This is an optimization exercise on Yosys and OpenROAD, whose aim is small area, a short achievable clock period and few clock cycles per item, not a production implementation.
Where RTL was checked, it was by simulation tests only, not by an equivalence proof against the original.

==> flow/design.v (excerpt) <==
module scr_engine (
    input  wire        clk,
    input  wire        rst,
    input  wire        cfg_we,
    input  wire [3:0]  cfg_addr,
    input  wire [31:0] cfg_wdata,
    input  wire        in_valid,
    output reg         in_ready,
    input  wire [14:0] in_x,
    input  wire [17:0] in_y,
    input  wire [7:0]  in_value,
    input  wire [1:0]  in_tag,
    input  wire [1:0]  in_fmt,
    output reg         tone_re,
    output wire [10:0] tone_addr0,
    output wire [10:0] tone_addr1,
    input  wire [15:0] tone_rdata0,
    input  wire [15:0] tone_rdata1,
    output reg         tile_re,
    output reg  [17:0] tile_addr,
    input  wire [15:0] tile_rdata,
    output reg         out_valid,
    output reg  [3:0]  out_code,
    output reg  [11:0] out_tone,
    output reg  [7:0]  out_base,
    output reg  [7:0]  out_slope
);
    localparam R      = 3;                   
    localparam MAIN_N = (19 + R - 1) / R;    
    localparam PRE_N  = (8 + R - 1) / R;     
    localparam MW     = MAIN_N * R;
    localparam PW     = PRE_N * R;
    reg        q_we;                 
    reg [3:0]  q_addr;
    reg [31:0] q_wdata;
    reg        q_rst;                
    always @(posedge clk) begin
        q_rst   <= rst;
        q_we    <= cfg_we & ~rst;
        q_addr  <= cfg_addr;
        q_wdata <= cfg_wdata;
    end
    reg [7:0]  tile_tag;             
    reg        tone_bank;            
    reg [15:0] gain   [0:3];
    reg [15:0] offset [0:3];
    reg [7:0]  shift  [0:3];         
    reg [3:0]  sh_dirty;             
    reg [7:0]  hm1    [0:3];
    reg [7:0]  wm1    [0:3];
    reg [15:0] ph_y   [0:3];
    reg [15:0] ph_x   [0:3];
    reg [63:0] ps_map;
    wire       sh_wb;
    wire [1:0] sh_wb_k;
    wire [7:0] sh_wb_val;
    wire        w_ctrl = q_rst | (q_we & (q_addr == 4'd0));
    wire        w_ps0  = q_rst | (q_we & (q_addr == 4'd13));
    wire        w_ps1  = q_rst | (q_we & (q_addr == 4'd14));
    wire [3:0]  w_trim, w_geom, w_phase;
    genvar gk;
    generate
        for (gk = 0; gk < 4; gk = gk + 1) begin : wen
            assign w_trim[gk]  = q_rst | (q_we & (q_addr == 4'd1 + gk));
            assign w_geom[gk]  = q_rst | (q_we & (q_addr == 4'd5 + gk));
            assign w_phase[gk] = q_rst | (q_we & (q_addr == 4'd9 + gk));
        end
    endgenerate
    wire [31:0] d_ctrl  = q_rst ? 32'h0000_E400 : q_wdata;
  ...
For scale: ~6000 cells after synthesis, about 950 flip-flops, ~210 I/O pins, ~55000 sq um of cells after synthesis.
==> flow/config.mk <==
export PLATFORM = sky130hd
export DESIGN_NAME = scr_engine
export DESIGN_NICKNAME = scr_engine
export VERILOG_FILES = /design/flow/design.v
export SDC_FILE = /design/flow/constraint.sdc
export NUM_CORES = 4
export LEC_CHECK = 0
export ABC_AREA = 1
export CAP_MARGIN = 20
export CORE_MARGIN = 2
export CORE_UTILIZATION = 60
export CTS_BUF_LIST = sky130_fd_sc_hd__clkbuf_16
export CTS_CLUSTER_DIAMETER = 90
export CTS_CLUSTER_SIZE = 28
export SLEW_MARGIN = 20
==> flow/constraint.sdc <==
create_clock -name core_clock -period 110.0 [get_ports {clk}]
set_input_delay 22.0000 -clock core_clock [delete_from_list [all_inputs] [get_ports {clk}]]
set_output_delay 22.0000 -clock core_clock [all_outputs]
set_load 0.01 [all_outputs]
run.sh (not shown) runs the stock make flow with config.mk's settings and CLKGATE_MAP_FILE= SYNTH_SCRIPT=/design/flow/synth_recipe.tcl, a recipe that flattens the netlist after the stock synthesis.
Change:
--- a/flow/design.v
+++ b/flow/design.v
@@ -190,19 +190,20 @@
     wire       e_load  = ld_fgm_a | ld_fgp_a | ld_fgm_b | ld_fgp_b | st_bgm | st_bgp;
     wire [15:0] hx_d   = a_take ? {1'b0, a_x} + 16'd1 : hx;
     wire [1:0]  l_k  = (ld_fgm_a | ld_fgp_a) ? a_k : (ld_fgm_b | ld_fgp_b) ? b_k : st_bgm ? k_m : k_p;
     wire [17:0] l_y  = ld_fgm_a ? a_y : hy;
     wire [15:0] l_x  = ld_fgm_a ? {1'b0, a_x} : ld_fgm_b ? hx - 16'd1 : hx_d;
     wire [18:0] l_yy = l_y + ph_y[l_k];
     wire [16:0] l_as = l_x + ph_x[l_k];
+    wire a_free = ~a_v | ~b_pend;
     always @(posedge clk) begin
         if (rst)           a_v <= 1'b0;
         else if (in_ready) a_v <= in_valid;
         else if (a_go)     a_v <= 1'b0;
-        if (in_ready) begin
+        if (a_free) begin
             a_x   <= in_x;
             a_y   <= in_y;
             a_val <= in_value;
             a_tag <= in_tag;
             a_fmt <= in_fmt;
         end
     end
- die area came out lower by 0.43%
- critical path depth stays the same
- sequential share of layout area came out higher by 0.15 points
- routed wire length came out lower by 1.2%
Testbench counts after the change, summed over its fixed seeds: cycles 31,782, items 30,805.
For the first run of this note, only the layout was checked, not whether the RTL still works.

[port drivers added, routing unchanged]
In the flow no input, the clock included, has a driving cell. The finished layouts below were timed again as built, in two steps.
Step 1 assumes that a clkbuf_16 drives the clock port and a buf_2 every other input.
Step 2 times the ports against the registers' clock, not the clock port: input delays grow and output delays shrink by t, the midpoint of the rising clock arrivals with the driver on.
a / b / c = ideal ports / drivers / drivers and shift; a / b = the first two.
run	t, ns	slack for setup (ns)	latest minus earliest clock arrival (ns)
the first run	0.744	85.859 / 85.790 / 86.534	0.066 / 0.066
the second run	0.753	86.301 / 86.229 / 86.482	0.059 / 0.058
After both steps every run listed still meets setup and hold.
